From an optimization exercise on the open Yosys and OpenROAD flow, aimed at small area, a short achievable clock period and few clock cycles per item; shortcuts taken in it are not production practice. Only simulation tests tie the RTL to the original design; equivalence was not proved.

--- flow/run.sh ---
#!/bin/bash
# synth_recipe.tcl (not shown) runs the flow's synth.tcl, then flattens the netlist and writes it again
# the make line also repeats each setting of config.mk as NAME=value (left out here)
make -C /OpenROAD-flow-scripts/flow DESIGN_CONFIG=/design/flow/config.mk WORK_HOME=/design/flow/orfs CLKGATE_MAP_FILE= SYNTH_SCRIPT=/design/flow/synth_recipe.tcl finish
--- flow/constraint.sdc ---
create_clock -name core_clock -period 10.0 [get_ports {clk}]
set_input_delay 2.0000 -clock core_clock [delete_from_list [all_inputs] [get_ports {clk}]]
set_output_delay 2.0000 -clock core_clock [all_outputs]
set_load 0.01 [all_outputs]
--- flow/config.mk ---
export PLATFORM = sky130hd
export DESIGN_NAME = ftn_iv_perm
export DESIGN_NICKNAME = ftn_iv_perm
export VERILOG_FILES = /design/flow/design.v
export SDC_FILE = /design/flow/constraint.sdc
export NUM_CORES = 4
export LEC_CHECK = 0
export CAP_MARGIN = 20
export CORE_MARGIN = 2
export CORE_UTILIZATION = 40
export SETUP_SLACK_MARGIN = 5
export SLEW_MARGIN = 20
--- flow/design.v ---
module ftn_iv_perm (
    input  wire         clk,
    input  wire         rst,         
    input  wire [127:0] w,           
    input  wire         in_valid,
    output wire         in_ready,
    input  wire [63:0]  x,           
    output wire         out_valid,
    input  wire         out_ready,
    output wire [63:0]  iv
);
    function [63:0] bswap64(input [63:0] v);
        integer i;
        begin
            for (i = 0; i < 8; i = i + 1)
                bswap64[8*i +: 8] = v[63-8*i -: 8];
        end
    endfunction
    function [63:0] rotl(input [63:0] v, input integer b);
        rotl = (v << b) | (v >> (64 - b));
    endfunction
    function [39:0] msg(input [31:0] r, input [2:0] i);
        msg = {r[7:0], r[15:8], r[23:16], r[31:24], 5'd0, i};
    endfunction
    function [63:0] add64(input [63:0] a, input [63:0] b);
        reg [63:0] g, p, gg, pp, gn, pn;
        integer i, d, j;
        begin
            g = a & b;
            p = a ^ b;
            gg = g; pp = p;
            for (d = 1; d < 64; d = d * 2) begin
                gn = gg; pn = pp;
                for (i = 0; i < 64; i = i + 1)
                    if ((i / d) % 2 == 1) begin
                        j = (i / d) * d - 1;
                        gn[i] = gg[i] | (pp[i] & gg[j]);
                        pn[i] = pp[i] & pp[j];
                    end
                gg = gn; pp = pn;
            end
            add64 = p ^ {gg[62:0], 1'b0};
        end
    endfunction
    localparam [1:0] EMPTY = 2'd0, BUSY = 2'd1, WAIT = 2'd2;
    reg [63:0] sv0, sv1, sv2, sv3;
    reg [31:0] sl, sr;
    reg [5:0]  sph;          
    reg [1:0]  sfi;          
    reg [1:0]  sst;
    reg        sold;         
    reg [63:0] tv0, tv1, tv2, tv3;
    reg [31:0] tl, tr;
    reg [5:0]  tph;
    reg [1:0]  tfi;
    reg [1:0]  tst;
    reg        told;
    reg [63:0] oq;
    reg        ov;
    wire [63:0] k0 = bswap64(w[127:64]);
    wire [63:0] k1 = bswap64(w[63:0]);
    wire [63:0] i0 = k0 ^ 64'h736f6d6570736575;
    wire [63:0] i1 = k1 ^ 64'h646f72616e646f6d;
    wire [63:0] i2 = k0 ^ 64'h6c7967656e657261;
    wire [63:0] i3 = k1 ^ 64'h7465646279746573 ^ {8'd5, 56'd0};   
    wire [63:0] a  = add64(sv0, sv1);
    wire [63:0] b  = add64(sv2, sv3);
    wire [63:0] h1 = rotl(sv1, 13) ^ a;
    wire [63:0] h0 = rotl(a, 32);
    wire [63:0] h3 = rotl(sv3, 16) ^ b;
    wire [63:0] h2 = b;
    wire [63:0] c  = add64(tv0, tv3);
    wire [63:0] d  = add64(tv2, tv1);
    wire [63:0] n0 = c;
    wire [63:0] n1 = rotl(tv1, 17) ^ d;
    wire [63:0] n2 = rotl(d, 32);
    wire [63:0] n3 = rotl(tv3, 21) ^ c;
    wire [63:0] e  = rotl(tv3, 21) ^ rotl(tv1, 17);
    wire [31:0] rn = tl ^ e[31:0] ^ d[31:0] ^ d[63:32];    
    wire t_last   = tph[5];
    wire t_fin    = tst == BUSY && t_last && tfi == 2'd3;
    wire t_reload = tst == BUSY && t_last && tfi != 2'd3;
    wire s_wait   = sst == WAIT;
    wire can_out  = !ov || out_ready;
    wire t_out    = can_out && ((t_fin && !s_wait) || (tst == WAIT && told));
    assign in_ready = tst == EMPTY || (t_fin && !ov && !s_wait);
    wire accept = in_valid && in_ready && !rst;
    wire [39:0] mt = msg(tr, {1'b0, tfi} + 3'd1);      
    wire [39:0] mn = msg(rn, {1'b0, tfi} + 3'd2);      
    always @(posedge clk) begin
        tv0 <= h0; tv1 <= h1; tv2 <= h2; tv3 <= h3;
        tl  <= sl; tr  <= sr;
        tph <= sph; tfi <= sfi;
        tst <= sst;
        told <= sold || (t_out && tst == WAIT);
        if (accept) begin
            sv0 <= i0; sv1 <= i1; sv2 <= i2;
            sv3 <= i3 ^ {24'd0, msg(x[31:0], 3'd1)};
            sl  <= x[63:32];
            sr  <= x[31:0];
            sph <= 6'b000001;
            sfi <= 2'd0;
            sst <= BUSY;
            sold <= 1'b0;
        end else begin
            if (t_reload) begin
                sv0 <= i0; sv1 <= i1; sv2 <= i2;
                sv3 <= i3 ^ {24'd0, mn};
            end else begin
                sv0 <= n0 ^ (tph[1] ? {8'd5, 16'd0, mt} : 64'd0);
                sv1 <= n1;
                sv2 <= n2 ^ (tph[1] ? 64'hff : 64'd0);
                sv3 <= n3;
            end
            if (tst == BUSY && t_last) begin
                sl <= tr;
                sr <= rn;
            end else begin
                sl <= tl;
                sr <= tr;
            end
            sph <= {tph[4:0], tph[5]};
            sfi <= t_last ? tfi + 2'd1 : tfi;
            if (t_fin)
                sst <= t_out ? EMPTY : WAIT;
            else if (tst == WAIT && t_out)
                sst <= EMPTY;
            else
                sst <= tst;
            sold <= t_fin ? !s_wait : told;
        end
        if (t_out) begin
            oq <= (tst == WAIT) ? {tl, tr} : {tr, rn};
            ov <= 1'b1;
        end else if (out_ready) begin
            ov <= 1'b0;
        end
        if (rst) begin
            sst <= EMPTY;
            tst <= EMPTY;
            ov  <= 1'b0;
        end
    end
    assign out_valid = ov;
    assign iv        = oq;
endmodule
==> flow_summary.yaml, run 1 <==
sta:
  period_needed_ps: 4932
  fmax_mhz: 202.7
  tns_ps: 0
  finalSetupViolations: 0
  skew_ps: 22.28
  rsz0062_at_grt: "yes"
  finalCritPeriodShare_pct: 49.32
  slew_headroom_pct: 26.00
  tightest_slew_ps: 1098
  slew_violations: 0
  holdWs_ps: 320.3
  hold_viol: 0
placed_design:
  place_area_sq_um: 38670
  post-dp-hpwl_mm: 121.7
  place.gp.congestion: 1.051
  placement.io_buffers: 261
worst_setup_path:
  crit_type: "flip-flop to primary output"
  cp-start-kind: "flip-flop"
  end_kind: "primary output"
  critPathRequiredTime_ps: 8000
  path_max_fanout: 62
  timing.rr.start: "tv1[0]"
  setup.worst_path.start: "tst[0]"
  critPathArrivalTime_ps: 2930
hold_path:
  hold_path.class: "flip-flop to flip-flop"
  holdCritStartpoint: "sl[15]"
routing:
  wl_mm: 147.5
  ant_nets: 0
  dr.pass1.iters: 9
  drcViolationCount: 0
  via_per_inst: 5.510
  dr_total_vias: 28187
  wl_per_cell_um: 28.83
  drt_iter0_drc: 2771
yosys:
  synth_edf_count: 64
  synth-main-ff-cell: "dfxtp_1"
  yosysUniqueCellTypes: 89
  ys_seq_elements: 727
  synthesis.area_sq_um: 34760
  mappedNetlistNets: 4109
  ys_async_sr_fraction_pct: 0
  syn_avg_cell_area_sq_um: 9.550
  synth_cells: 3640
  yosysWarnings: 1
  synth-seq-area-share_pct: 43.71
die:
  ios: 262
  die_y_um: 298.8
  dieArea_sq_um: 89280
  core_sq_um: 86480
  std_cell_rows: 108
  start_util_pct: 40.19
  die_w_um: 298.8
clocking:
  cts_tree: "yes"
  holdBufCountCts: 0
  clock-sinks: 727
  clkLatencyLatePin_ps: 650
  cts.reportedPaths.clkPinSlew_ps: 60
  htreeDepth: 3
  clk_path_buf_depth: 3
  clockRootBuffer: "clkbuf_16"
  cts_buffers: 79
cells_and_area:
  area.growth.synth_to_final_pct: 18.73
  design_area_sq_um: 41270
  layout-drive-gt1-share_pct: 4.823
  final_net_count: 4371
grt:
  antenna_found_initial: 5
  grt_pass1_vias: 26982
  grt_usage_pct: 32.21
  grt-ovfl-total: 0
  grt_max_degree: 152
  grt_pass1_wl_mm: 202.2
status:
  status: "no timing/DRC/antenna violations"
run:
  max-cap-violations: 0
==> state kept, by name, summed over array words and instances, names as in the netlist, 64 cells and up <==
signal,count
sv3,64
oq,64
tv2,64
sv0,64
tv1,64
sv2,64
tv3,64
sv1,64
tv0,64
==> stage by stage <==
stage	std cells	util (%)	setup WS, ps
4_1_cts	5113	47.65	4948
6_report	5116	47.72	5068
2_1_floorplan	3640	-	5734
3_3_place_gp	4974	44.71	4622
5_1_grt	5115	47.72	4808
3_5_place_dp	4974	44.71	4587
==> final timing paths <==
check,to,slack (ps),depth (start not counted)
min,tl[15],320,0
max reg2reg,oq[15],5120,14
min reg2reg,tl[15],320,0
max,in_ready,5070,7
==> synth_stat cells, types with 64 or more instances <==
library cell  instances  area share [%]
edfxtp_1             64             5.5
nand2_1             449             4.8
nor2_1              272             2.9
a21oi_1             296             4.3
clkbuf_1             93             1.0
xor2_1              307             7.7
ha_1                249             9.0
dfxtp_1             663              38
a21o_1               78             1.7
xnor2_1             299             7.5
inv_1                82            0.89
o21ai_0             193             2.8
==> worst max-delay path, cell delays in order (launching register included) <==
cell and delay (ps):
dfxtp_1 460, and3b_2 240, buf_8 340, nand2_1 170, a21oi_1 240, inv_1 60, o22ai_1 190, clkdlybuf4s50_1 580
==> what timing repair did <==
action                     in CTS  in global routing
pin swaps                       0                  1
gates resized for setup         2                 10
gates cloned                    0                  0
setup buffers                   0                  2
setup endpoints to repair       4                 27
==> cell families after synthesis <==
logic type / Yosys count / share of synthesized area [%]
compound gates: 850 / 15.16
xor+xnor: 619 / 16.10
fa+ha+maj: 273 / 10.34
buf+inv: 189 / 2.052
flops: 727 / 43.71
mux: 23 / 0.6659
simple gates: 959 / 11.97
==> final cells by class <==
cell class / count / area (sq um)
fill: 8270 / 45210
multi-input combinational: 2724 / 18940
clock buffer: 111 / 2238
clock inverter: 28 / 299.0
tap: 1155 / 1445
sequential: 727 / 15200
inverter: 82 / 307.8
antenna: 1 / 2.502
timing repair buffer: 288 / 2839
==> per-layer routing <==
| metal | global-route usage (%) | share of wire, % | up-vias |
|---|---|---|---|
| li1 | - | - | 13058 |
| met1 | 40.42 | 41 | 13745 |
| met5 | 0 | 0.020 | - |
| met3 | 6.063 | 7.1 | 303 |
| met4 | 16.64 | 6.1 | 6 |
| met2 | 52.78 | 46 | 1075 |
==> layout by cell type (no fill, tap or decap), drive strengths merged, types with 10 or more instances in the layout <==
cell type      Yosys  layout
a211oi            13      13
a21boi            23      23
a21o              78      78
a21oi            297     297
a221oi            11      11
a22oi             13      13
a31oi             52      52
and2              24      24
and3              16      16
and4              10      10
buf               14      27
clkbuf            93     111
clkdlybuf4s50      0     261
clkinv             0      15
dfxtp            663     663
edfxtp            64      64
fa                24      24
ha               249     249
inv               82      88
mux2i             22      22
nand2            449     449
nand2b            33      33
nand3             34      34
nand4             17      17
nor2             273     273
nor2b             26      26
nor3              41      41
o211ai            14      14
o21a              42      42
o21ai            199     199
o21bai            12      12
o22ai             17      17
o31ai             11      11
or2               10      10
xnor2            301     301
xor2             308     308
Testbench counts, summed over its fixed seeds: cycles 38,440, items 1,600.
==> run 2, diff against run 1 <==
--- a/flow/design.v
+++ b/flow/design.v
@@ -83,8 +83,11 @@
     wire s_wait   = sst == WAIT;
     wire can_out  = !ov || out_ready;
     wire t_out    = can_out && ((t_fin && !s_wait) || (tst == WAIT && told));
-    assign in_ready = tst == EMPTY || (t_fin && !ov && !s_wait);
-    wire accept = in_valid && in_ready && !rst;
+    reg  in_rdy;             
+    wire accept = in_valid && in_rdy && !rst;
+    assign in_ready = in_rdy;
+    wire ov_n     = t_out || (ov && !out_ready);
+    wire s_wait_n = !accept && ((t_fin && !t_out) || (tst == WAIT && !t_out));
     wire [39:0] mt = msg(tr, {1'b0, tfi} + 3'd1);      
     wire [39:0] mn = msg(rn, {1'b0, tfi} + 3'd2);      
     always @(posedge clk) begin
@@ -129,6 +132,7 @@
                 sst <= tst;
             sold <= t_fin ? !s_wait : told;
         end
+        in_rdy <= sst == EMPTY || (sst == BUSY && sph[5] && sfi == 2'd3 && !ov_n && !s_wait_n);
         if (t_out) begin
             oq <= (tst == WAIT) ? {tl, tr} : {tr, rn};
             ov <= 1'b1;
@@ -136,6 +140,7 @@
             ov <= 1'b0;
         end
         if (rst) begin
+            in_rdy <= 1'b1;
             sst <= EMPTY;
             tst <= EMPTY;
             ov  <= 1'b0;
==> flow/flow/run.sh (new file) <==
#!/bin/bash
set -eu
echo "export SETUP_SLACK_MARGIN = 6" >> config.mk
bash standard.sh > standard.log 2>&1
==> flow/standard.sh (new file) <==
#!/bin/bash
# synth_recipe.tcl (not shown) runs the flow's synth.tcl, then flattens the netlist and writes it again
# the make line also repeats each setting of config.mk as NAME=value (left out here)
make -C /OpenROAD-flow-scripts/flow DESIGN_CONFIG=/design/flow/config.mk WORK_HOME=/design/flow/orfs CLKGATE_MAP_FILE= SYNTH_SCRIPT=/design/flow/synth_recipe.tcl "${@:-finish}"
--- a/flow/config.mk
+++ b/flow/config.mk
@@ -8,5 +8,5 @@
 export CAP_MARGIN = 20
 export CORE_MARGIN = 2
 export CORE_UTILIZATION = 40
-export SETUP_SLACK_MARGIN = 5
 export SLEW_MARGIN = 20
+export SETUP_SLACK_MARGIN = 6
removed: flow/run.sh
==> flow_summary.yaml, run 2 <==
status:
  status: "no timing/DRC/antenna violations"
sta:
  hold_viol: 0
  skew_ps: 35.03
  tightest_slew_ps: 1126
  tns_ps: 0
  finalSetupViolations: 0
  finalCritPeriodShare_pct: 39.85
  setup_ws_ps: 6015
  slew_headroom_pct: 23.95
  rsz0062_at_grt: "yes"
  fmax_mhz: 250.9
  slew_violations: 0
  period_needed_ps: 3985
cells_and_area:
  final_common_cell: "dfxtp_1"
  layout-drive-gt1-share_pct: 10.90
  fin_util_pct: 49.97
  final_net_count: 4422
  antenna_cells: 0
  area.growth.synth_to_final_pct: 24.17
  design_area_sq_um: 43280
  layout_common_cells: "dfxtp_1 (647), nand2_1 (475), xnor2_1 (285)"
yosys:
  yosys-top-cells-area: "dfxtp_1 (38%), ha_1 (8.9%), xnor2_1 (8.3%), xor2_1 (6.5%), edfxtp_1 (5.5%)"
  yosys-top-cells-count: "dfxtp_1 (664), nand2_1 (478), xnor2_1 (330)"
  synth_top_area_share_pct: 38.14
  yosysUniqueCellTypes: 94
  mappedNetlistNets: 4099
  synth_edf_count: 64
  ys_async_sr_fraction_pct: 0
  synth-main-ff-cell: "dfxtp_1"
  yosysWarnings: 1
  synth_top_cell_by_area: "dfxtp_1"
  synth_cells: 3630
  synth-seq-area-share_pct: 43.65
  syn_avg_cell_area_sq_um: 9.602
  ys_seq_elements: 728
  yosysMostFrequentCell: "dfxtp_1"
  synthesis.area_sq_um: 34860
placed_design:
  placement.io_buffers: 261
  place_area_sq_um: 38750
  place.gp.congestion: 1.007
  dp_slack_ps: 4755
  post-dp-hpwl_mm: 116.7
worst_setup_path:
  slowest_stage: "dfxtp_1"
  path_max_fanout: 4
  r2r-end: "tv1[46]"
  crit_type: "flip-flop to flip-flop"
  critPathMaxStageDelay_ps: 650
  timing.rr.start: "sv1[17]"
  end_kind: "flip-flop"
  critPathRequiredTime_ps: 10530
  rrSetupSlack_ps: 6010
  crit_chain: "ha_1 > a21o_1 > a21o_1 > a21oi_2 > o21bai_1 > a32oi_1 > o31ai_2 > buf_4 > a21boi_2 > nor2_2 > o21ai_0 > nand2b_1 > a21oi_2 > xnor3_1"
  cp-start-kind: "flip-flop"
  r2r_cells: 14
  critPathArrivalTime_ps: 4520
run:
  max-cap-violations: 0
routing:
  dr_total_vias: 28537
  wl_mm: 144.8
  drcViolationCount: 0
  via_per_inst: 5.515
  drt_iter0_drc: 2761
  ant_nets: 0
  dr.pass1.iters: 6
  wl_per_cell_um: 27.99
clocking:
  htreeDepth: 3
  cts_tree: "yes"
  clkLatencyLatePin_ps: 660
  clk_path_buf_depth: 3
  cts.reportedPaths.clkPinSlew_ps: 60
  holdBufCountCts: 0
  cts_buffers: 80
  clockRootBuffer: "clkbuf_16"
  clock-sinks: 728
grt:
  grt-ovfl-total: 0
  grt_pass1_vias: 27222
  grt_usage_pct: 31.49
  grt_pass1_wl_mm: 199.0
  grt_max_degree: 79
  antenna_found_initial: 3
die:
  dieArea_sq_um: 89520
  std_cell_rows: 108
  die_w_um: 299.2
  core_sq_um: 86620
  die_y_um: 299.2
  ios: 262
  start_util_pct: 40.24
hold_path:
  hold_path.class: "flip-flop to flip-flop"
  holdCritStartpoint: "sr[22]"
  holdPathEnd: "tr[22]"
  holdPathStages: 0
run 2: critical path, delay by kind of cell (launching register included):
family                     cells  cell delay [ps]
xor gates and xnor gates       1              250
DFF                            1              650
AOI/OAI and AO/OA              9             2070
buffers and inverters          1              200
adders and majority gates      1              380
and+or+nand+nor                2              300
run 2: layout make-up:
type | count | area, sq um
timing repair buffer | 347 | 3393
multi-input combinational | 2694 | 20100
clock buffer | 114 | 2291
fill | 8037 | 43340
tap | 1155 | 1445
sequential | 728 | 15250
inverter | 102 | 391.6
clock inverter | 34 | 409.1
run 2: worst max-delay path by stage:
stage	depth (start not counted)	slack [ps]	from	end
finish	14	6010	sv1[17]	tv1[46]
global route	14	5920	sv1[25]	tv1[46]
CTS	7	5990	rst	sv0[39]
detailed placement	7	4750	rst	sv0[39]
global placement	7	4760	rst	sv0[39]
floorplan	8	6310	in_valid	sv3[18]
run 2: cell families (layout without fill, tap and decap cells):
family	Yosys count	in the layout	synth area share [%]
DFF	728	728	43.65
buffers and inverters	210	597	2.290
muxes	24	24	0.7000
AOI/OAI and AO/OA	823	823	15.31
adders and majority gates	273	273	10.32
and+or+nand+nor	965	967	11.86
xor gates and xnor gates	607	607	15.88
run 2: stage by stage:
stage	hold slack, ps	instances
6_report	322.4	5174
3_3_place_gp	309.8	4963
4_1_cts	324.3	5138
2_1_floorplan	309.6	3630
5_1_grt	329.8	5174
3_5_place_dp	312.1	4963
run 2: layer usage:
layer  routed length [um]  track usage [%]  up-vias  part of all wire, %
met4                 8552            15.67        0                  5.9
met1                59290            39.99    13936                   41
met2                67220            51.80     1142                   46
li1                     -                -    13163                    -
met5                    0                0        -                    0
met3                 9770            5.298      296                  6.7
run 2: repair_timing:
item	4_1_cts	5_1_grt
cloned	2	1
pin swaps	29	36
resized for setup	114	115
setup buffers	25	35
setup endpoints to repair	345	240
Testbench counts of run 2, summed over its fixed seeds: cycles 38,440, items 1,600.
==> run 3, diff against run 2 <==
==> flow/flow/run.sh (replaced) <==
#!/bin/bash
set -eu
cat >> config.mk <<'EOF'
export SETUP_SLACK_MARGIN = 6
export BUFFER_PORTS_ARGS = -buffer_cell sky130_fd_sc_hd__buf_1
EOF
bash standard.sh > standard.log 2>&1
--- a/flow/config.mk
+++ b/flow/config.mk
@@ -8,5 +8,8 @@
 export CAP_MARGIN = 20
 export CORE_MARGIN = 2
 export CORE_UTILIZATION = 40
+export CTS_CLUSTER_DIAMETER = 80
+export CTS_CLUSTER_SIZE = 30
 export SLEW_MARGIN = 20
 export SETUP_SLACK_MARGIN = 6
+export BUFFER_PORTS_ARGS = -buffer_cell sky130_fd_sc_hd__buf_1
==> flow_summary.yaml, run 3 <==
clocking:
  clk_path_buf_depth: 3
  cts_buffers: 37
  clockRootBuffer: "clkbuf_16"
  cts.reportedPaths.clkPinSlew_ps: 110
  clkLatencyLatePin_ps: 630
  cts_tree: "yes"
  clock-sinks: 728
  htreeDepth: 2
placed_design:
  placed_cells: 4960
  placement.io_buffers: 261
  post-dp-hpwl_mm: 117.9
  dp_slack_ps: 5251
  place_area_sq_um: 37080
  place.gp.congestion: 1.025
worst_setup_path:
  crit_family: "adder cells"
  cp-start-kind: "flip-flop"
  critPathMaxStageDelay_ps: 660
  path_max_fanout: 4
  critPathArrivalTime_ps: 4560
  crit_type: "flip-flop to flip-flop"
  end_kind: "flip-flop"
  crit_chain: "ha_1 > inv_1 > fa_2 > nor2b_4 > o2111ai_4 > a2111o_1 > nand3_2 > inv_1 > fa_1 > xor2_2 > xnor2_1 > xor2_2 > a211o_1 > a22oi_1"
  critPathBufInv: 2
  slowest_stage: "fa_1"
  critPathRequiredTime_ps: 10520
yosys:
  synth_edf_count: 64
  synth-seq-area-share_pct: 43.65
  synth_cells: 3630
  synthesis.area_sq_um: 34860
  syn_avg_cell_area_sq_um: 9.602
  synth_top_cell_by_area: "dfxtp_1"
  yosysWarnings: 1
  ys_seq_elements: 728
  synth_top_area_share_pct: 38.14
  yosys-top-cells-area: "dfxtp_1 (38%), ha_1 (8.9%), xnor2_1 (8.3%), xor2_1 (6.5%), edfxtp_1 (5.5%)"
  synth-main-ff-cell: "dfxtp_1"
  mappedNetlistNets: 4099
  yosysMostFrequentCell: "dfxtp_1"
  ys_async_sr_fraction_pct: 0
  yosysUniqueCellTypes: 94
  yosys-top-cells-count: "dfxtp_1 (664), nand2_1 (478), xnor2_1 (330)"
grt:
  grt_usage_pct: 30.86
  grt_max_degree: 82
  grt-ovfl-total: 0
  grt_pass1_vias: 26647
  grt_pass1_wl_mm: 195.5
  antenna_found_initial: 4
routing:
  drt_iter0_drc: 2734
  drcViolationCount: 0
  via_per_inst: 5.530
  wl_mm: 142.6
  dr_total_vias: 28008
  dr.pass1.iters: 7
  ant_nets: 0
  wl_per_cell_um: 28.15
status:
  status: "no timing/DRC/antenna violations"
sta:
  skew_ps: 31.11
  tightest_slew_ps: 962.4
  rsz0062_at_grt: "yes"
  fmax_mhz: 248.0
  period_needed_ps: 4033
  slew_headroom_pct: 35.02
  finalCritPeriodShare_pct: 40.33
  finalSetupViolations: 0
  slew_violations: 0
  tns_ps: 0
  setup_ws_ps: 5967
  hold_viol: 0
cells_and_area:
  design_area_sq_um: 39650
  nFillCells: 8327
  area.growth.synth_to_final_pct: 13.74
  instances_no_fill: 5065
  seqCellArea_sq_um: 15230
  final_common_cell: "dfxtp_1"
  multiInputGateArea_sq_um: 19860
  final_net_count: 4348
  layout_common_cells: "dfxtp_1 (648), nand2_1 (477), xnor2_1 (295)"
  layout-drive-gt1-share_pct: 7.858
die:
  dieArea_sq_um: 89520
  core_sq_um: 86620
  die_y_um: 299.2
  ios: 262
  die_w_um: 299.2
  std_cell_rows: 108
  start_util_pct: 40.24
hold_path:
  hold_path.class: "flip-flop to flip-flop"
run:
  max-cap-violations: 0
[run 3: logic make-up (layout without fill, tap and decap cells)]
family | after synthesis | count (layout) | synth area share, %
AO/OA/AOI/OAI | 823 | 823 | 15.31
XOR/XNOR | 607 | 607 | 15.88
adder cells (fa/ha/maj) | 273 | 273 | 10.32
buffers and inverters | 210 | 486 | 2.290
flip-flops | 728 | 728 | 43.65
multiplexers | 24 | 24 | 0.7000
other | 0 | 3 | 0
AND/OR/NAND/NOR | 965 | 966 | 11.86
[run 3: stage by stage]
stage	utilization, %	hold WS (ps)
floorplan	-	309.6
global placement	42.81	309.7
detailed placement	42.81	312.1
CTS	45.04	324.4
global route	45.76	324.6
finish	45.77	325.2
[run 3: path summary, 6_finish.rpt]
kind,from,endpoint,slack [ps],cells past startpoint
hold / removal,sph[1],tph[1],330,0
setup / recovery,tv1[0],sv3[16],5970,14
hold reg to reg,sph[1],tph[1],330,0
setup reg to reg,tv1[0],sv3[16],5970,14
[run 3: routing by layer]
layer	share of wire (%)	GRT usage, %
met1	41	39.34
met2	47	51.52
met3	6.9	4.878
met4	5.5	13.86
met5	0.011	0
[run 3: timing repair]
action / CTS / global route
endpoints found under the setup margin: 244 / 149
setup buffers: 13 / 21
pin swaps: 15 / 25
gates resized for setup: 92 / 76
hold buffers: 0 / 0
cloned: 1 / 0
[run 3: cell type report]
class / count / area share, %
antenna: 3 / 0.01894
multi-input combinational: 2693 / 50.09
clock inverter: 25 / 0.8363
sequential: 728 / 38.43
clock buffer: 42 / 2.433
timing repair buffer: 317 / 3.569
tap: 1155 / 3.645
inverter: 102 / 0.9752
==> run 4, diff against run 3 <==
==> flow/flow/run.sh (replaced) <==
#!/bin/bash
set -eu
cat >> config.mk <<'EOF'
export SETUP_SLACK_MARGIN = 6.25
export BUFFER_PORTS_ARGS = -buffer_cell sky130_fd_sc_hd__buf_1
EOF
bash standard.sh > standard.log 2>&1
--- a/flow/config.mk
+++ b/flow/config.mk
@@ -11,5 +11,5 @@
 export CTS_CLUSTER_DIAMETER = 80
 export CTS_CLUSTER_SIZE = 30
 export SLEW_MARGIN = 20
-export SETUP_SLACK_MARGIN = 6
+export SETUP_SLACK_MARGIN = 6.25
 export BUFFER_PORTS_ARGS = -buffer_cell sky130_fd_sc_hd__buf_1
==> flow_summary.yaml, run 4 <==
placed_design:
  place_area_sq_um: 37080
  place.gp.congestion: 1.025
  post-dp-hpwl_mm: 117.9
  placement.io_buffers: 261
routing:
  drcViolationCount: 0
  dr.pass1.iters: 5
  wl_per_cell_um: 28.11
  highest_layer: "met5"
  dr_total_vias: 28529
  met1_length_mm: 58.85
  drt_iter0_drc: 2841
  route.met3.wl_mm: 10.11
  via_per_inst: 5.524
  wl_met2_mm: 67.70
  ant_nets: 0
  wl_mm: 145.2
yosys:
  yosysMostFrequentCell: "dfxtp_1"
  ys_async_sr_fraction_pct: 0
  synth_cells: 3630
  yosys-top-cells-count: "dfxtp_1 (664), nand2_1 (478), xnor2_1 (330)"
  mappedNetlistNets: 4099
  synth_edf_count: 64
  yosysWarnings: 1
  syn_avg_cell_area_sq_um: 9.602
  ys_seq_elements: 728
  yosys-top-cells-area: "dfxtp_1 (38%), ha_1 (8.9%), xnor2_1 (8.3%), xor2_1 (6.5%), edfxtp_1 (5.5%)"
  synth-main-ff-cell: "dfxtp_1"
  synthesis.area_sq_um: 34860
  yosysUniqueCellTypes: 94
  synth_top_cell_by_area: "dfxtp_1"
  synth-seq-area-share_pct: 43.65
  synth_top_area_share_pct: 38.14
cells_and_area:
  layout-drive-gt1-share_pct: 14.80
  layout_common_cells: "dfxtp_1 (624), nand2_1 (463), buf_1 (260)"
  final_net_count: 4449
  final_common_cell: "dfxtp_1"
  area.growth.synth_to_final_pct: 20.81
  fin_util_pct: 48.62
  design_area_sq_um: 42110
sta:
  slew_headroom_pct: 37.74
  skew_ps: 40.54
  rsz0062_at_grt: "yes"
  finalSetupViolations: 0
  fmax_mhz: 256.5
  tightest_slew_ps: 930.4
  tns_ps: 0
  slew_violations: 0
  finalCritPeriodShare_pct: 38.98
  period_needed_ps: 3898
  hold_viol: 0
die:
  dieArea_sq_um: 89520
  ios: 262
  die_y_um: 299.2
  die_w_um: 299.2
  core_sq_um: 86620
  start_util_pct: 40.24
  std_cell_rows: 108
worst_setup_path:
  critPathArrivalTime_ps: 4410
  rrSetupSlack_ps: 6100
  path_max_fanout: 4
  crit_type: "flip-flop to flip-flop"
  critPathRequiredTime_ps: 10510
  end_kind: "flip-flop"
  cp-start-kind: "flip-flop"
clocking:
  cts.reportedPaths.clkPinSlew_ps: 120
  htreeDepth: 2
  cts_tree: "yes"
  clkLatencyLatePin_ps: 640
  clk_path_buf_depth: 3
  cts_buffers: 37
  clockRootBuffer: "clkbuf_16"
  clock-sinks: 728
hold_path:
  hold_path.class: "flip-flop to flip-flop"
run:
  max-cap-violations: 0
grt:
  grt_usage_pct: 31.09
  grt_pass1_wl_mm: 197.0
  grt_pass1_vias: 26962
  antenna_found_initial: 4
  grt-ovfl-total: 0
  grt_max_degree: 82
status:
  status: "no timing/DRC/antenna violations"
==> run 4: cell counts after synthesis <==
No cell type changed its count.
==> run 4: worst max-delay path, cell delays in order, from the launching register on <==
cell and delay [ps]:
dfxtp_2 360, ha_4 130, inv_2 30, fa_2 380, nor2b_4 190, o2111ai_4 200
a2111o_1 490, nand3_4 150, inv_6 70, o21ai_4 190, a21oi_4 90, o21bai_4 130
xor2_2 170, buf_6 150, xnor2_4 160, xnor3_2 520, a221oi_2 280, o22ai_2 110
==> run 4: logic make-up (layout without fill, tap and decap cells) <==
family	Yosys count	in the layout	share of synthesized area (%)
AO/OA/AOI/OAI	823	823	15.31
XOR/XNOR	607	607	15.88
adder cells (fa/ha/maj)	273	273	10.32
buffers and inverters	210	586	2.290
flip-flops	728	728	43.65
multiplexers	24	24	0.7000
other	0	2	0
AND/OR/NAND/NOR	965	967	11.86
==> run 4: final timing paths <==
| path | startpoint | to | cells past startpoint |
|---|---|---|---|
| max reg2reg | tv1[0] | sv3[23] | 17 |
| min | sph[1] | tph[1] | 0 |
| min reg2reg | sph[1] | tph[1] | 0 |
| max | tv1[0] | sv3[23] | 17 |
==> run 4: area by class of cell <==
type	instances	area [sq um]
Fill cell	8104	44510
Multi-Input combinational cell	2694	21360
Sequential cell	728	15290
Timing Repair Buffer	417	2327
Tap cell	1155	1445
Clock buffer	42	964.7
Inverter	102	394.1
Clock inverter	25	331.6
Antenna cell	2	5.005
==> run 4: repair_timing <==
action,4_1_cts,5_1_grt
hold endpoints to repair,0,0
endpoints found under the setup margin,386,231
hold buffers,0,0
buffers inserted,42,92
gates cloned,1,1
pin swaps,49,122
gates resized for setup,185,291
==> run 4: routing by layer <==
layer	track usage, %	vias up
met5	0	-
met4	14.62	2
met3	5.349	289
met2	51.74	1093
met1	39.23	13981
li1	-	13164
==> run 4: through the flow <==
stage / std cells / worst slack (ps) / hold slack (ps)
floorplan: 3630 / 6305 / 309.6
global placement: 4960 / 5269 / 309.7
detailed placement: 4960 / 5251 / 312.1
CTS: 5070 / 6113 / 324.4
global route: 5163 / 5965 / 323.5
finish: 5165 / 6102 / 318.3
==> run 5, diff against run 4 <==
--- a/flow/design.v
+++ b/flow/design.v
@@ -49,12 +49,14 @@
     reg [1:0]  sfi;          
     reg [1:0]  sst;
     reg        sold;         
+    reg        sok;          
     reg [63:0] tv0, tv1, tv2, tv3;
     reg [31:0] tl, tr;
     reg [5:0]  tph;
     reg [1:0]  tfi;
     reg [1:0]  tst;
     reg        told;
+    reg        tok;
     reg [63:0] oq;
     reg        ov;
     wire [63:0] k0 = bswap64(w[127:64]);
@@ -82,7 +84,7 @@
     wire t_reload = tst == BUSY && t_last && tfi != 2'd3;
     wire s_wait   = sst == WAIT;
     wire can_out  = !ov || out_ready;
-    wire t_out    = can_out && ((t_fin && !s_wait) || (tst == WAIT && told));
+    wire t_out    = can_out && ((t_fin && !s_wait) || (tst == WAIT && told && tok));
     reg  in_rdy;             
     wire accept = in_valid && in_rdy && !rst;
     assign in_ready = in_rdy;
@@ -96,6 +98,7 @@
         tph <= sph; tfi <= sfi;
         tst <= sst;
         told <= sold || (t_out && tst == WAIT);
+        tok <= sok;
         if (accept) begin
             sv0 <= i0; sv1 <= i1; sv2 <= i2;
             sv3 <= i3 ^ {24'd0, msg(x[31:0], 3'd1)};
@@ -109,13 +112,15 @@
             if (t_reload) begin
                 sv0 <= i0; sv1 <= i1; sv2 <= i2;
                 sv3 <= i3 ^ {24'd0, mn};
-            end else begin
+            end else if (tst == BUSY && !t_last) begin
                 sv0 <= n0 ^ (tph[1] ? {8'd5, 16'd0, mt} : 64'd0);
                 sv1 <= n1;
                 sv2 <= n2 ^ (tph[1] ? 64'hff : 64'd0);
                 sv3 <= n3;
+            end else begin
+                sv0 <= 64'd0; sv1 <= 64'd0; sv2 <= 64'd0; sv3 <= 64'd0;
             end
-            if (tst == BUSY && t_last) begin
+            if ((tst == BUSY && t_last) || tst == WAIT) begin
                 sl <= tr;
                 sr <= rn;
             end else begin
@@ -131,10 +136,11 @@
             else
                 sst <= tst;
             sold <= t_fin ? !s_wait : told;
+            sok  <= !t_fin && !tok;
         end
         in_rdy <= sst == EMPTY || (sst == BUSY && sph[5] && sfi == 2'd3 && !ov_n && !s_wait_n);
         if (t_out) begin
-            oq <= (tst == WAIT) ? {tl, tr} : {tr, rn};
+            oq <= {tr, rn};
             ov <= 1'b1;
         end else if (out_ready) begin
             ov <= 1'b0;
==> flow/flow/run.sh (replaced) <==
#!/bin/bash
set -eu
cat >> config.mk <<'EOF'
export SETUP_SLACK_MARGIN = 6
export BUFFER_PORTS_ARGS = -buffer_cell sky130_fd_sc_hd__buf_1
EOF
bash standard.sh > standard.log 2>&1
--- a/flow/config.mk
+++ b/flow/config.mk
@@ -11,5 +11,5 @@
 export CTS_CLUSTER_DIAMETER = 80
 export CTS_CLUSTER_SIZE = 30
 export SLEW_MARGIN = 20
-export SETUP_SLACK_MARGIN = 6.25
+export SETUP_SLACK_MARGIN = 6
 export BUFFER_PORTS_ARGS = -buffer_cell sky130_fd_sc_hd__buf_1
==> flow_summary.yaml, run 5 <==
cells_and_area:
  layout-drive-gt1-share_pct: 9.062
  instances_no_fill: 4975
  layout_common_cells: "dfxtp_1 (652), nand2_1 (339), xnor2_1 (277)"
  area.growth.synth_to_final_pct: 14.48
  fin_util_pct: 46.17
  final_common_cell: "dfxtp_1"
  design_area_sq_um: 40050
  final_net_count: 4261
  nFillCells: 8314
yosys:
  synth_cells: 3524
  mappedNetlistNets: 3993
  synth_top_cell_by_area: "dfxtp_1"
  synth-seq-area-share_pct: 43.63
  synthesis.area_sq_um: 34980
  syn_avg_cell_area_sq_um: 9.928
  synth-main-ff-cell: "dfxtp_1"
  synth_top_area_share_pct: 38.05
  ys_seq_elements: 730
  yosysWarnings: 1
  ys_async_sr_fraction_pct: 0
  synth_edf_count: 65
  yosys-top-cells-area: "dfxtp_1 (38%), ha_1 (8.9%), xnor2_1 (7.9%), xor2_1 (6.8%), edfxtp_1 (5.6%)"
  yosysMostFrequentCell: "dfxtp_1"
  yosys-top-cells-count: "dfxtp_1 (665), nand2_1 (343), xnor2_1 (315)"
  yosysUniqueCellTypes: 90
sta:
  setup_ws_ps: 6007
  finalSetupViolations: 0
  skew_ps: 34.41
  period_needed_ps: 3993
  slew_headroom_pct: 29.34
  holdWs_ps: 324.3
  tightest_slew_ps: 1052
  fmax_mhz: 250.5
  tns_ps: 0
  hold_viol: 0
  finalCritPeriodShare_pct: 39.93
  rsz0062_at_grt: "yes"
  slew_violations: 0
grt:
  grt_pass1_vias: 26974
  grt_max_degree: 102
  grt-ovfl-total: 0
  antenna_found_initial: 3
  grt_pass1_wl_mm: 196.6
  grt_usage_pct: 30.75
clocking:
  cts_tree: "yes"
  holdBufCountCts: 0
  cts.reportedPaths.clkPinSlew_ps: 120
  clkLatencyLatePin_ps: 620
  clock-sinks: 730
  clockRootBuffer: "clkbuf_16"
  cts_buffers: 36
  htreeDepth: 2
  clk_path_buf_depth: 3
worst_setup_path:
  crit_family: "compound AO/OA/AOI/OAI gates"
  end_kind: "flip-flop"
  slowest_stage: "a221o_1"
  cp_common_cell: "a221o_1"
  critPathMaxStageDelay_ps: 450
  crit_chain: "ha_2 > nand3_1 > nand3b_1 > a221o_1 > a21o_1 > a221oi_4 > o21ai_2 > o311ai_4 > a311oi_4 > buf_4 > xnor2_2 > a221o_1 > o2bb2ai_1"
  critPathBufInv: 1
  crit_type: "flip-flop to flip-flop"
  cp-start-kind: "flip-flop"
  critPathArrivalTime_ps: 4490
  critPathRequiredTime_ps: 10500
  path_max_fanout: 13
routing:
  drt_iter0_drc: 3072
  wl_per_cell_um: 28.69
  dr.pass1.iters: 5
  dr_total_vias: 28771
  wl_mm: 142.7
  via_per_inst: 5.783
  drcViolationCount: 0
  ant_nets: 0
run:
  max-cap-violations: 0
placed_design:
  post-dp-hpwl_mm: 115.7
  placement.io_buffers: 261
  place_area_sq_um: 37270
  placed_cells: 4863
  dp_slack_ps: 4174
  place.gp.congestion: 1.031
die:
  std_cell_rows: 108
  start_util_pct: 40.33
  core_sq_um: 86750
  die_y_um: 299.7
  dieArea_sq_um: 89840
  ios: 262
  die_w_um: 299.7
hold_path:
  hold_path.class: "flip-flop to flip-flop"
status:
  status: "no timing/DRC/antenna violations"
## run 5: cell count changes after synthesis, sizes merged, moves of 23 or more
cell,change
nor2,-55
nand2,-135
o22ai,+84
a21oi,-52
a21o,-46
a22o,+23
## run 5: worst register-to-register path: stages (launching register included)
cell and delay (ps):
dfxtp_1 430, ha_2 380, nand3_1 130, nand3b_1 270, a221o_1 450, a21o_1 240, a221oi_4 420, o21ai_2 220
o311ai_4 350, a311oi_4 130, buf_4 190, xnor2_2 200, a221o_1 350, o2bb2ai_1 120
## run 5: worst paths after layout
path              startpoint  slack [ps]  cells after the start  endpoint
setup / recovery     tv1[38]        6010                     13   sv3[14]
hold / removal        sph[0]         320                      0    tph[0]
setup reg to reg     tv1[38]        6010                     13   sv3[14]
hold reg to reg       sph[0]         320                      0    tph[0]
## run 5: per-layer routing
layer  up-vias  global-route usage (%)  wire [um]  part of all wire (%)
met5         -                       0          0                     0
met4         0                   15.19       8258                   5.8
met3       287                   5.195      13850                   9.7
met2      1462                   45.56      59820                    42
met1     14062                   43.27      60800                    43
li1      12960                       -          -                     -
## run 5: timing repair
action                                  4_1_cts  5_1_grt
gates resized for setup                     122       93
cloned                                        1        0
setup buffers                                25       20
endpoints found under the setup margin      377      150
pin swaps                                    20       20
## run 5: area by class of cell
type / instances / area, sq um / share of cell area (%)
tap: 1155 / 1445 / 3.608
clock buffer: 47 / 1016 / 2.537
antenna: 2 / 5.005 / 0.01250
clock inverter: 17 / 216.5 / 0.5405
sequential: 730 / 15280 / 38.15
multi-input combinational: 2592 / 20100 / 50.20
inverter: 101 / 386.6 / 0.9653
timing repair buffer: 331 / 1597 / 3.986
## run 5: cell families (layout without fill, tap and decap cells)
kind of cell | count (synthesis) | count (layout) | synth area share [%]
compound gates | 867 | 867 | 16.38
xor+xnor | 613 | 613 | 16.46
mux | 9 | 9 | 0.2647
other cells | 0 | 2 | 0
buf+inv | 203 | 496 | 2.199
simple gates | 829 | 830 | 10.79
flops | 730 | 730 | 43.63
fa+ha+maj | 273 | 273 | 10.28
Testbench counts of run 5, summed over its fixed seeds: cycles 38,440, items 1,600.
==> run 6, diff against run 5 <==
--- a/flow/design.v
+++ b/flow/design.v
@@ -78,7 +78,8 @@
     wire [63:0] n2 = rotl(d, 32);
     wire [63:0] n3 = rotl(tv3, 21) ^ c;
     wire [63:0] e  = rotl(tv3, 21) ^ rotl(tv1, 17);
-    wire [31:0] rn = tl ^ e[31:0] ^ d[31:0] ^ d[63:32];    
+    wire [31:0] rq = tl ^ e[31:0];
+    wire [31:0] rn = (rq ^ d[31:0]) ^ d[63:32];
     wire t_last   = tph[5];
     wire t_fin    = tst == BUSY && t_last && tfi == 2'd3;
     wire t_reload = tst == BUSY && t_last && tfi != 2'd3;
@@ -91,7 +92,8 @@
     wire ov_n     = t_out || (ov && !out_ready);
     wire s_wait_n = !accept && ((t_fin && !t_out) || (tst == WAIT && !t_out));
     wire [39:0] mt = msg(tr, {1'b0, tfi} + 3'd1);      
-    wire [39:0] mn = msg(rn, {1'b0, tfi} + 3'd2);      
+    wire [39:0] mq = i3[39:0] ^ msg(rq, {1'b0, tfi} + 3'd2);
+    wire [39:0] mn = (mq ^ msg(d[31:0], 3'd0)) ^ msg(d[63:32], 3'd0);
     always @(posedge clk) begin
         tv0 <= h0; tv1 <= h1; tv2 <= h2; tv3 <= h3;
         tl  <= sl; tr  <= sr;
@@ -111,7 +113,7 @@
         end else begin
             if (t_reload) begin
                 sv0 <= i0; sv1 <= i1; sv2 <= i2;
-                sv3 <= i3 ^ {24'd0, mn};
+                sv3 <= {i3[63:40], mn};
             end else if (tst == BUSY && !t_last) begin
                 sv0 <= n0 ^ (tph[1] ? {8'd5, 16'd0, mt} : 64'd0);
                 sv1 <= n1;
--- a/flow/config.mk
+++ b/flow/config.mk
@@ -8,7 +8,7 @@
 export CAP_MARGIN = 20
 export CORE_MARGIN = 2
 export CORE_UTILIZATION = 40
-export CTS_CLUSTER_DIAMETER = 80
+export CTS_CLUSTER_DIAMETER = 60
 export CTS_CLUSTER_SIZE = 30
 export SLEW_MARGIN = 20
 export SETUP_SLACK_MARGIN = 6
==> flow_summary.yaml, run 6 <==
status:
  status: "no timing/DRC/antenna violations"
cells_and_area:
  layout_common_cells: "dfxtp_1 (643), nand2_1 (312), buf_1 (261)"
  final_common_cell: "dfxtp_1"
  final_net_count: 4190
  design_area_sq_um: 41380
  layout-drive-gt1-share_pct: 13.97
  area.growth.synth_to_final_pct: 21.07
  nFillCells: 8000
clocking:
  clock-sinks: 730
  clockRootBuffer: "clkbuf_16"
  cts_buffers: 54
  holdBufCountCts: 0
  clkLatencyLatePin_ps: 670
  htreeDepth: 2
  clk_path_buf_depth: 3
  cts_tree: "yes"
  cts.reportedPaths.clkPinSlew_ps: 90
yosys:
  synth-seq-area-share_pct: 44.66
  ys_seq_elements: 730
  yosys-top-cells-area: "dfxtp_1 (39%), ha_1 (9.1%), xnor2_1 (7.6%), xor2_1 (7.1%), edfxtp_1 (5.7%)"
  yosysWarnings: 1
  synthesis.area_sq_um: 34180
  ys_async_sr_fraction_pct: 0
  mappedNetlistNets: 3854
  yosys-top-cells-count: "dfxtp_1 (665), nand2_1 (326), xnor2_1 (295)"
  synth_top_area_share_pct: 38.95
  synth-main-ff-cell: "dfxtp_1"
  yosysMostFrequentCell: "dfxtp_1"
  synth_top_cell_by_area: "dfxtp_1"
  yosysUniqueCellTypes: 87
  synth_edf_count: 65
  syn_avg_cell_area_sq_um: 10.10
  synth_cells: 3385
die:
  die_y_um: 296.3
  ios: 262
  start_util_pct: 40.27
  core_sq_um: 84880
  die_w_um: 296.3
  std_cell_rows: 107
  dieArea_sq_um: 87810
routing:
  dr.pass1.iters: 6
  drcViolationCount: 0
  ant_nets: 0
  dr_total_vias: 28243
  via_per_inst: 5.749
  wl_mm: 146.4
  drt_iter0_drc: 3691
  wl_per_cell_um: 29.79
sta:
  tns_ps: 0
  slew_violations: 0
  period_needed_ps: 4152
  slew_headroom_pct: 16.28
  skew_ps: 44.87
  fmax_mhz: 240.8
  tightest_slew_ps: 1247
  finalSetupViolations: 0
  rsz0062_at_grt: "yes"
  finalCritPeriodShare_pct: 41.52
  hold_viol: 0
worst_setup_path:
  end_kind: "flip-flop"
  crit_type: "flip-flop to flip-flop"
  critPathRequiredTime_ps: 10590
  r2r_cells: 16
  rrSetupSlack_ps: 5850
  path_max_fanout: 4
  cp-start-kind: "flip-flop"
  timing.rr.start: "tv1[1]"
  critPathArrivalTime_ps: 4740
  r2r-end: "sv3[19]"
grt:
  grt_use_met1_pct: 45.82
  gr-max-usage-layer: "met2"
  met3_usage_pct: 5.671
  grt_pass1_vias: 26368
  grt_pass1_wl_mm: 199.0
  grt_usage_pct: 32.51
  antenna_found_initial: 7
  gr-usage-met2_pct: 47.33
  grt-ovfl-total: 0
  grt_max_degree: 95
hold_path:
  holdCritStartpoint: "sl[3]"
  hold_path.class: "flip-flop to flip-flop"
  holdPathStages: 0
  holdPathEnd: "tl[3]"
placed_design:
  place.gp.congestion: 1.028
  place_area_sq_um: 36440
  placement.io_buffers: 261
  post-dp-hpwl_mm: 118.1
run:
  max-cap-violations: 0
run 6: cell count changes in the layout (fill, tap and decap cells not counted), moves of 18 or more:
cell,delta
xnor2_1,-54
a21o_1,+41
buf_4,+30
nand2_1,-27
xnor2_4,+23
a21oi_1,-21
xnor2_2,+20
buf_6,+18
nand3_1,-18
nor2_1,-18
run 6: cells by family after synthesis:
logic type / share of synthesized area, %
AOI/OAI and AO/OA: 16.31
xor gates and xnor gates: 16.41
adders and majority gates: 10.52
buffers and inverters: 2.032
DFF: 44.66
muxes: 0.2416
and+or+nand+nor: 9.821
run 6: critical path, stage by stage (launching register included):
cell	delay, ps
dfxtp_2	410
inv_1	80
fa_2	450
nor2b_4	170
o2111ai_4	180
a2111oi_4	320
buf_4	190
o2111ai_4	180
a211o_1	390
a21bo_4	270
a21oi_4	300
buf_6	160
nor2_4	40
xnor2_4	260
xnor3_2	350
a22o_1	220
a21oi_2	110
run 6: metal layers:
metal,up-vias,wire length [um]
met5,-,23
met4,4,9240
met3,310,15070
met2,1590,60650
met1,13779,61390
li1,12560,-
run 6: metrics by stage:
stage / utilization (%) / hold slack (ps) / setup slack (ps) / instances
4_1_cts: 47.32 / 321.3 / 5856 / 4862
3_3_place_gp: 42.93 / 309.5 / 4336 / 4713
6_report: 48.75 / 318.0 / 5848 / 4913
2_1_floorplan: - / 309.6 / 6103 / 3385
5_1_grt: 48.74 / 323.5 / 5758 / 4910
3_5_place_dp: 42.93 / 312.1 / 4330 / 4713
run 6: final cells by class:
cell class              instances  area, sq um  share of cell area [%]
diodes                          3        7.507                 0.01814
clock inverters                43        674.4                   1.630
multi-input cells            2470        20240                   48.92
repair buffers                377         1991                   4.811
flip-flops and latches        730        15300                   36.97
well taps                    1144         1431                   3.459
inverters                      88        335.3                  0.8103
clock buffers                  58         1398                   3.377
run 6: repair_timing:
| action | CTS | global route |
|---|---|---|
| setup endpoints to repair | 421 | 182 |
| pin swaps | 72 | 80 |
| buffers inserted | 48 | 48 |
| gates resized for setup | 212 | 154 |
run 6: how the worst max path moves through the flow:
stage / from / slack (ps) / depth (start not counted) / to
floorplan: out_ready / 6100 / 3 / oq[0]
global placement: rst / 4340 / 8 / sv3[22]
detailed placement: rst / 4330 / 8 / sv3[22]
CTS: tv1[0] / 5860 / 17 / sv3[21]
global route: tv1[0] / 5760 / 17 / sv3[19]
finish: tv1[1] / 5850 / 16 / sv3[19]
Testbench counts of run 6, summed over its fixed seeds: cycles 38,440, items 1,600.
==> run 7, diff against run 6 <==
--- a/flow/design.v
+++ b/flow/design.v
@@ -49,14 +49,12 @@
     reg [1:0]  sfi;          
     reg [1:0]  sst;
     reg        sold;         
-    reg        sok;          
     reg [63:0] tv0, tv1, tv2, tv3;
     reg [31:0] tl, tr;
     reg [5:0]  tph;
     reg [1:0]  tfi;
     reg [1:0]  tst;
     reg        told;
-    reg        tok;
     reg [63:0] oq;
     reg        ov;
     wire [63:0] k0 = bswap64(w[127:64]);
@@ -85,7 +83,7 @@
     wire t_reload = tst == BUSY && t_last && tfi != 2'd3;
     wire s_wait   = sst == WAIT;
     wire can_out  = !ov || out_ready;
-    wire t_out    = can_out && ((t_fin && !s_wait) || (tst == WAIT && told && tok));
+    wire t_out    = can_out && ((t_fin && !s_wait) || (tst == WAIT && told));
     reg  in_rdy;             
     wire accept = in_valid && in_rdy && !rst;
     assign in_ready = in_rdy;
@@ -100,7 +98,6 @@
         tph <= sph; tfi <= sfi;
         tst <= sst;
         told <= sold || (t_out && tst == WAIT);
-        tok <= sok;
         if (accept) begin
             sv0 <= i0; sv1 <= i1; sv2 <= i2;
             sv3 <= i3 ^ {24'd0, msg(x[31:0], 3'd1)};
@@ -114,15 +111,13 @@
             if (t_reload) begin
                 sv0 <= i0; sv1 <= i1; sv2 <= i2;
                 sv3 <= {i3[63:40], mn};
-            end else if (tst == BUSY && !t_last) begin
+            end else begin
                 sv0 <= n0 ^ (tph[1] ? {8'd5, 16'd0, mt} : 64'd0);
                 sv1 <= n1;
                 sv2 <= n2 ^ (tph[1] ? 64'hff : 64'd0);
                 sv3 <= n3;
-            end else begin
-                sv0 <= 64'd0; sv1 <= 64'd0; sv2 <= 64'd0; sv3 <= 64'd0;
             end
-            if ((tst == BUSY && t_last) || tst == WAIT) begin
+            if (tst == BUSY && t_last) begin
                 sl <= tr;
                 sr <= rn;
             end else begin
@@ -138,11 +133,10 @@
             else
                 sst <= tst;
             sold <= t_fin ? !s_wait : told;
-            sok  <= !t_fin && !tok;
         end
         in_rdy <= sst == EMPTY || (sst == BUSY && sph[5] && sfi == 2'd3 && !ov_n && !s_wait_n);
         if (t_out) begin
-            oq <= {tr, rn};
+            oq <= (tst == WAIT) ? {tl, tr} : {tr, rn};
             ov <= 1'b1;
         end else if (out_ready) begin
             ov <= 1'b0;
==> flow_summary.yaml, run 7 <==
status:
  status: "no timing/DRC/antenna violations"
clocking:
  clk_path_buf_depth: 3
  holdBufCountCts: 0
  clkLatencyLatePin_ps: 680
  cts_buffers: 53
  cts_tree: "yes"
  htreeDepth: 2
  cts.reportedPaths.clkPinSlew_ps: 100
  clock-sinks: 728
  clockRootBuffer: "clkbuf_16"
worst_setup_path:
  crit_family: "simple AND/OR/NAND/NOR gates"
  critPathMaxStageDelay_ps: 760
  crit_type: "input pin to flip-flop"
  cp-start-kind: "input pin"
  crit_chain: "buf_1 > nand2_1 > nor2_4 > nor2_4 > buf_12 > nor2_1 > a21oi_1"
  slowest_stage: "nor2_1"
  end_kind: "flip-flop"
  critPathArrivalTime_ps: 4780
  path_max_fanout: 129
  critPathRequiredTime_ps: 10510
  cp_common_cell: "nor2_4"
  critPathBufInv: 2
sta:
  skew_ps: 46.34
  rsz0062_at_grt: "yes"
  finalCritPeriodShare_pct: 42.71
  setup_ws_ps: 5729
  hold_viol: 0
  finalSetupViolations: 0
  period_needed_ps: 4271
  tightest_slew_ps: 1070
  slew_headroom_pct: 28.18
  fmax_mhz: 234.1
  tns_ps: 0
  slew_violations: 0
cells_and_area:
  layout-drive-gt1-share_pct: 10.68
  area.growth.synth_to_final_pct: 17.43
  final_common_cell: "dfxtp_1"
  layout_common_cells: "dfxtp_1 (642), nand2_1 (473), nor2_1 (260), buf_1 (260), xor2_1 (256)"
  final_net_count: 4395
  nFillCells: 8410
  instances_no_fill: 5128
routing:
  wl_per_cell_um: 29.54
  drt_iter0_drc: 3280
  dr.pass1.iters: 6
  dr_total_vias: 29027
  drcViolationCount: 0
  wl_mm: 151.5
  via_per_inst: 5.660
  ant_nets: 0
die:
  start_util_pct: 40.28
  die_w_um: 299.1
  ios: 262
  die_y_um: 299.1
  dieArea_sq_um: 89470
  std_cell_rows: 108
  core_sq_um: 86480
yosys:
  yosys-top-cells-area: "dfxtp_1 (38%), ha_1 (8.9%), xnor2_1 (7.6%), xor2_1 (7.0%), edfxtp_1 (5.5%)"
  synth_top_cell_by_area: "dfxtp_1"
  syn_avg_cell_area_sq_um: 9.605
  synth-main-ff-cell: "dfxtp_1"
  yosysWarnings: 1
  synth_edf_count: 64
  yosysUniqueCellTypes: 87
  synthesis.area_sq_um: 34840
  synth-seq-area-share_pct: 43.68
  yosys-top-cells-count: "dfxtp_1 (664), nand2_1 (475), xnor2_1 (302)"
  yosysMostFrequentCell: "dfxtp_1"
  synth_cells: 3627
  ys_seq_elements: 728
  mappedNetlistNets: 4096
  synth_top_area_share_pct: 38.16
  ys_async_sr_fraction_pct: 0
grt:
  antenna_found_initial: 3
  grt_pass1_vias: 27495
  grt_usage_pct: 32.82
  grt_max_degree: 159
  grt-ovfl-total: 0
  grt_pass1_wl_mm: 206.0
placed_design:
  post-dp-hpwl_mm: 123.0
  placed_cells: 4961
  placement.io_buffers: 261
  dp_slack_ps: 4876
  place.gp.congestion: 1.026
hold_path:
  hold_path.class: "flip-flop to flip-flop"
run:
  max-cap-violations: 0
## run 7: cell types whose count changed in the layout (fill, tap and decap cells not counted), moves of 18 or more
cell	delta
xnor2_1	+30
a22o_1	-26
nand2_1	+161
a21oi_1	+78
o22ai_1	-82
nor3_1	+18
nor2_1	+78
## run 7: final timing paths
check / from / end / slack [ps] / depth (start not counted)
min: sl[2] / tl[2] / 330 / 0
max reg2reg: tv1[0] / sv3[12] / 5890 / 18
max: in_valid / sv2[31] / 5730 / 7
min reg2reg: sl[2] / tl[2] / 330 / 0
## run 7: repair_timing
| action | 4_1_cts | 5_1_grt |
|---|---|---|
| buffers inserted | 25 | 37 |
| setup endpoints to repair | 327 | 159 |
| resized for setup | 118 | 121 |
| gates cloned | 1 | 2 |
| pin swaps | 29 | 73 |
## run 7: worst register-to-register path, cell delays in order (launching register included)
cell and delay (ps):
dfxtp_4 370, ha_4 130, inv_2 30, fa_2 390, nand2b_4 180, a21oi_4 260, o41ai_4 120, buf_6 150
o31ai_4 180, buf_6 180, inv_8 60, o21ai_4 240, a21oi_4 110, xor3_2 490, xnor2_2 170, xnor3_2 440
nand2_1 90, o21ai_1 70, a221o_1 340
## run 7: area by class of cell
type / count / area, sq um / share of cell area, %
inverter: 89 / 346.6 / 0.8472
sequential: 728 / 15240 / 37.27
timing repair buffer: 345 / 1699 / 4.154
clock inverter: 41 / 588.1 / 1.438
tap: 1155 / 1445 / 3.533
clock buffer: 59 / 1390 / 3.398
multi-input combinational: 2709 / 20190 / 49.35
antenna: 2 / 5.005 / 0.01223
## run 7: routing by layer
metal / up-vias / track usage (%) / share of wire [%]
met5: - / 0 / 0.015
met4: 2 / 18.40 / 6.8
met3: 344 / 5.219 / 8.1
met2: 1322 / 51.17 / 44
met1: 14271 / 43.42 / 41
li1: 13088 / - / -
## run 7: cells by family after synthesis
family                   Yosys count  share of synthesized area, %
XOR/XNOR                         602                         15.89
AND/OR/NAND/NOR                  989                         12.29
buffers and inverters            193                         2.087
flip-flops                       728                         43.68
AO/OA/AOI/OAI                    827                         15.29
adder cells (fa/ha/maj)          273                         10.32
multiplexers                      15                        0.4453
## run 7: per-stage QoR
step / utilization, % / hold slack (ps) / area (sq um)
floorplan: - / 309.6 / 34840
global placement: 42.92 / 309.8 / 37120
detailed placement: 42.92 / 312.0 / 37120
CTS: 46.29 / 328.8 / 40030
global route: 47.30 / 333.7 / 40900
finish: 47.30 / 327.3 / 40910
Testbench counts of run 7, summed over its fixed seeds: cycles 38,440, items 1,600.

==> port drivers added, routing unchanged <==
No port has a modelled driver above. Below, the same layouts with a new extraction and two added sets of constraints. Step 1, drivers: a clkbuf_16 drives clk and a buf_2 each remaining input, both assumed. Step 2 also shifts input and output timing later by t, the mid clock arrival at the registers, as if the neighbouring blocks saw the same clock. Three values: no drivers, after step 1, after step 2; two values: the first two.
run | t, ns | setup slack, ns | worst data-port slew with drivers (ns)
run 1 | 0.702 | 5.068 / 5.001 / 4.750 | 0.11
run 2 | 0.718 | 6.015 / 6.015 / 5.353 | 0.07
run 3 | 0.679 | 5.967 / 5.967 / 5.410 | 0.12
run 4 | 0.685 | 6.102 / 6.102 / 5.668 | 0.11
run 5 | 0.678 | 6.007 / 6.007 / 5.498 | 0.17
run 6 | 0.711 | 5.848 / 5.848 / 5.448 | 0.15
run 7 | 0.730 | 5.729 / 5.766 / 5.037 | 0.11
After both steps every run listed still meets setup and hold. The setup slack of run 7, which loses most, moves by +0.037 ns with the drivers and by -0.692 ns with both steps.
